Context: an optimization exercise on an open-source flow, tuned for small area, a short achievable clock period and few clock cycles per item. The choices shown serve that exercise and are no tape-out recipe. Only simulation tests tie the RTL to the original design; equivalence was not proved. No activity file was given, so power comes from the tool's default toggle rates.

==> module xv_pivot, before the edit <==
module xv_pivot (
    input  wire        clk,
    input  wire        rst,
    input  wire        in_valid,
    output wire        in_ready,
    input  wire [63:0] in_p,
    input  wire [63:0] in_th,
    input  wire [7:0]  in_fs,
    input  wire [7:0]  in_fd,
    input  wire        in_sx32,
    input  wire        in_dx32,
    input  wire        in_rsq,
    input  wire        in_sat,
    output wire        out_valid,
    output wire [63:0] out_q,
    output wire [3:0]  out_flags
);
    localparam [1:0] S_IDLE = 2'd0, S_PREP = 2'd1, S_DIV = 2'd2, S_DONE = 2'd3;
    reg [1:0]  state;
    reg        sqf;           
    reg        bad;           
    reg        nv;
    reg        dx32, rsq, sat;
    reg signed [9:0] e;
    reg [62:0] d;             
    reg [63:0] rem;           
    reg [6:0]  k;             
    reg [1:0]  qb;            
    reg        sq_en;         
    reg [64:0] srem;          
    reg [63:0] res;           
    reg        spec;
    reg [3:0]  sfl;
    assign in_ready  = (state == S_IDLE) || (state == S_DONE);
    assign out_valid = (state == S_DONE);
    assign out_q     = res;
    wire   nx        = (rem != 64'd0) || (srem != 65'd0);
    assign out_flags = spec ? sfl : {1'b0, nx, nx && (res == 64'd0), 1'b0};
    wire [63:0] pi = in_sx32 ? {{32{in_p[31]}},  in_p[31:0]}  : in_p;
    wire [63:0] ti = in_sx32 ? {{32{in_th[31]}}, in_th[31:0]} : in_th;
    wire p_nar = in_sx32 ? (in_p[31:0]  == 32'h8000_0000) : (in_p  == 64'h8000_0000_0000_0000);
    wire t_nar = in_sx32 ? (in_th[31:0] == 32'h8000_0000) : (in_th == 64'h8000_0000_0000_0000);
    wire a_nv  = ($signed(pi) <= 64'sd0) || ($signed(pi) < $signed(ti));
    wire signed [9:0] fs10 = {{2{in_fs[7]}}, in_fs};
    wire signed [9:0] fd10 = {{2{in_fd[7]}}, in_fd};
    wire signed [9:0] a_e  = (in_rsq ? fd10 + fd10 : fd10) + fs10;
    reg [5:0] msb;
    integer b;
    always @* begin
        msb = 6'd0;
        for (b = 0; b < 63; b = b + 1)
            if (d[b]) msb = b[5:0];
    end
    wire pow2 = ((d & (d - 63'd1)) == 63'd0);
    wire signed [9:0] s   = e - $signed({4'd0, msb});            
    wire signed [9:0] kk  = rsq ? (dx32 ? 10'sd61 : 10'sd125) : (dx32 ? 10'sd30 : 10'sd62);
    wire under = s[9];
    wire over  = (s > kk + 10'sd1) || ((s == kk + 10'sd1) && pow2);
    wire signed [9:0] k0  = (s < kk) ? s : kk;
    wire [9:0] sh  = e - k0;
    wire [63:0] nar_code = dx32 ? 64'h0000_0000_8000_0000 : 64'h8000_0000_0000_0000;
    wire [63:0] max_code = dx32 ? 64'h0000_0000_7FFF_FFFF : 64'h7FFF_FFFF_FFFF_FFFF;
    wire [64:0] rem_sub = {1'b0, rem} - {2'b00, d};
    wire        q_one   = !rem_sub[64];
    wire [63:0] rem_nx  = q_one ? rem_sub[63:0] : rem;
    wire [66:0] srem2    = {srem, qb};
    wire [66:0] trial    = {1'b0, res[63:0], 2'b01};
    wire [67:0] srem_sub = {1'b0, srem2} - {1'b0, trial};
    wire        r_one    = !srem_sub[67];
    wire [64:0] srem_nx  = r_one ? srem_sub[64:0] : srem2[64:0];
    always @(posedge clk) begin
        if (rst) begin
            state <= S_IDLE;
            sqf   <= 1'b0;
            sq_en <= 1'b0;
        end else begin
            sq_en <= 1'b0;
            case (state)
                S_IDLE, S_DONE: begin
                    if (in_valid) begin
                        d     <= pi[62:0];
                        bad   <= p_nar || t_nar || a_nv;
                        nv    <= !(p_nar || t_nar);
                        e     <= a_e;
                        dx32  <= in_dx32;
                        rsq   <= in_rsq;
                        sat   <= in_sat;
                        state <= S_PREP;
                    end else
                        state <= S_IDLE;
                end
                S_PREP: begin
                    rem  <= 64'd1 << sh[5:0];
                    k    <= k0[6:0];
                    qb   <= 2'b00;
                    srem <= 65'd0;
                    spec <= 1'b1;
                    if (bad) begin
                        res   <= nar_code;
                        sfl   <= {nv, 3'b000};
                        state <= S_DONE;
                    end else if (under) begin
                        res   <= 64'd0;
                        sfl   <= 4'b0110;
                        state <= S_DONE;
                    end else if (over) begin
                        res   <= sat ? nar_code : max_code;
                        sfl   <= 4'b0101;
                        state <= S_DONE;
                    end else begin
                        res   <= 64'd0;
                        spec  <= 1'b0;
                        state <= S_DIV;
                    end
                end
                S_DIV: begin
                    if (!sqf) begin
                        rem <= {rem_nx[62:0], 1'b0};
                        k   <= k - 7'd1;
                        qb  <= {qb[0], q_one};
                        sq_en <= rsq && !k[0];
                        if (!rsq)
                            res <= {res[62:0], q_one};
                        if (k == 7'd0) begin
                            if (rsq) sqf <= 1'b1;
                            else     state <= S_DONE;
                        end
                    end else begin
                        sqf   <= 1'b0;
                        state <= S_DONE;
                    end
                    if (sq_en) begin
                        srem <= srem_nx;
                        res  <= {res[62:0], r_one};
                    end
                end
            endcase
        end
    end
endmodule
clock: 9.0 ns
lec_check: 0
cap_margin: 20
core_margin: 2
core_utilization: 40
slew_margin: 20
run.sh (not shown) runs the stock make flow with config.mk's settings and CLKGATE_MAP_FILE= SYNTH_SCRIPT=/design/flow/synth_recipe.tcl, a recipe that flattens the netlist after the stock synthesis.
The starting point went through all stages and came out clean.
Testbench counts at the start, summed over its fixed seeds: cycles 104,066, items 1,600.
Rerun with:
--- a/flow/design.v
+++ b/flow/design.v
@@ -24,6 +24,6 @@
     reg signed [9:0] e;
     reg [62:0] d;             
-    reg [63:0] rem;           
-    reg [6:0]  k;             
+    reg [64:0] rem;           
+    reg [5:0]  k;             
     reg [1:0]  qb;            
     reg        sq_en;         
@@ -35,5 +35,5 @@
     assign out_valid = (state == S_DONE);
     assign out_q     = res;
-    wire   nx        = (rem != 64'd0) || (srem != 65'd0);
+    wire   nx        = (rem != 65'd0) || (srem != 65'd0);
     assign out_flags = spec ? sfl : {1'b0, nx, nx && (res == 64'd0), 1'b0};
     wire [63:0] pi = in_sx32 ? {{32{in_p[31]}},  in_p[31:0]}  : in_p;
@@ -45,23 +45,37 @@
     wire signed [9:0] fd10 = {{2{in_fd[7]}}, in_fd};
     wire signed [9:0] a_e  = (in_rsq ? fd10 + fd10 : fd10) + fs10;
-    reg [5:0] msb;
+    reg [62:0] above;         
     integer b;
     always @* begin
+        above[62] = 1'b0;
+        for (b = 61; b >= 0; b = b - 1)
+            above[b] = above[b + 1] | d[b + 1];
+    end
+    wire [62:0] lead = d & ~above;
+    reg [5:0] msb;
+    integer c;
+    always @* begin
         msb = 6'd0;
-        for (b = 0; b < 63; b = b + 1)
-            if (d[b]) msb = b[5:0];
+        for (c = 0; c < 63; c = c + 1)
+            msb = msb | (lead[c] ? c[5:0] : 6'd0);
     end
     wire pow2 = ((d & (d - 63'd1)) == 63'd0);
-    wire signed [9:0] s   = e - $signed({4'd0, msb});            
-    wire signed [9:0] kk  = rsq ? (dx32 ? 10'sd61 : 10'sd125) : (dx32 ? 10'sd30 : 10'sd62);
+    wire signed [9:0] s  = e - $signed({4'd0, msb});
+    wire signed [9:0] kk = rsq ? (dx32 ? 10'sd61 : 10'sd125) : (dx32 ? 10'sd30 : 10'sd62);
     wire under = s[9];
     wire over  = (s > kk + 10'sd1) || ((s == kk + 10'sd1) && pow2);
-    wire signed [9:0] k0  = (s < kk) ? s : kk;
-    wire [9:0] sh  = e - k0;
     wire [63:0] nar_code = dx32 ? 64'h0000_0000_8000_0000 : 64'h8000_0000_0000_0000;
     wire [63:0] max_code = dx32 ? 64'h0000_0000_7FFF_FFFF : 64'h7FFF_FFFF_FFFF_FFFF;
-    wire [64:0] rem_sub = {1'b0, rem} - {2'b00, d};
-    wire        q_one   = !rem_sub[64];
-    wire [63:0] rem_nx  = q_one ? rem_sub[63:0] : rem;
+    wire [65:0] x3  = {1'b0, rem};
+    wire [65:0] y3  = ~{2'b00, d, 1'b0};
+    wire [65:0] z3  = ~{3'b000, d};
+    wire [65:0] s3  = x3 ^ y3 ^ z3;
+    wire [65:0] c3  = {(x3[64:0] & y3[64:0]) | (x3[64:0] & z3[64:0]) | (y3[64:0] & z3[64:0]), 1'b1};
+    wire [65:0] r3  = s3 + c3 + 66'd1;
+    wire [65:0] r1  = {1'b0, rem} - {3'b000, d};
+    wire [65:0] r2  = {1'b0, rem} - {2'b00, d, 1'b0};
+    wire        ge1 = !r1[65], ge2 = !r2[65], ge3 = !r3[65];
+    wire [1:0]  qd  = ge3 ? 2'd3 : ge2 ? 2'd2 : {1'b0, ge1};
+    wire [62:0] rem_nx = ge3 ? r3[62:0] : ge2 ? r2[62:0] : ge1 ? r1[62:0] : rem[62:0];
     wire [66:0] srem2    = {srem, qb};
     wire [66:0] trial    = {1'b0, res[63:0], 2'b01};
@@ -79,5 +93,5 @@
                 S_IDLE, S_DONE: begin
                     if (in_valid) begin
-                        d     <= pi[62:0];
+                        d     <= {in_sx32 ? 32'd0 : in_p[62:31], in_p[30:0]};
                         bad   <= p_nar || t_nar || a_nv;
                         nv    <= !(p_nar || t_nar);
@@ -91,6 +105,6 @@
                 end
                 S_PREP: begin
-                    rem  <= 64'd1 << sh[5:0];
-                    k    <= k0[6:0];
+                    rem  <= s[0] ? {1'b0, lead, 1'b0} : {2'b00, lead};
+                    k    <= s[6:1];
                     qb   <= 2'b00;
                     srem <= 65'd0;
@@ -116,11 +130,11 @@
                 S_DIV: begin
                     if (!sqf) begin
-                        rem <= {rem_nx[62:0], 1'b0};
-                        k   <= k - 7'd1;
-                        qb  <= {qb[0], q_one};
-                        sq_en <= rsq && !k[0];
+                        rem <= {rem_nx, 2'b00};
+                        k   <= k - 6'd1;
+                        qb  <= qd;
+                        sq_en <= rsq;
                         if (!rsq)
-                            res <= {res[62:0], q_one};
-                        if (k == 7'd0) begin
+                            res <= {res[61:0], qd};
+                        if (k == 6'd0) begin
                             if (rsq) sqf <= 1'b1;
                             else     state <= S_DONE;
Outcome: The changed run passed the timing, DRC and antenna checks; total power rose by about 50%; area after synthesis goes up by 45%; critical path depth shrinks by 2; combinational power rose by about 80%; final area rose by about 40%; worst hold slack gains 0.013 ns; global-route usage grows by 4.4 points; non-clock buffer count went up by 23; die area goes up by 44%; clock power rose by about 19%; clock-buffer cell count came out higher by 15.
Testbench counts after the change, summed over its fixed seeds: cycles 54,442, items 1,600.

## port drivers added, routing unchanged
The flow's constraints put no driver on any port. The routed layouts listed below were extracted and timed again, unchanged, in two steps. Step 1: set_driving_cell puts a clkbuf_16 on clk and a buf_2 on each other input, an assumption about the parent block. Step 2 moves the port delays by t, midway between the first and last clock arrival at a register: inputs arrive t later, outputs are due t later. That takes back most of the time a late clock gives input paths. Three values: no drivers, after step 1, after step 2; two values: the first two.
run | shift t [ns] | setup slack, ns | clock arrival spread, ns | cell pins on the clock port's net
the first run | 0.623 | 1.078 / 1.078 / 1.078 | 0.019 / 0.019 | 1
the second run | 0.639 | 0.932 / 0.932 / 0.932 | 0.059 / 0.059 | 1
After both steps every run listed still meets setup and hold.
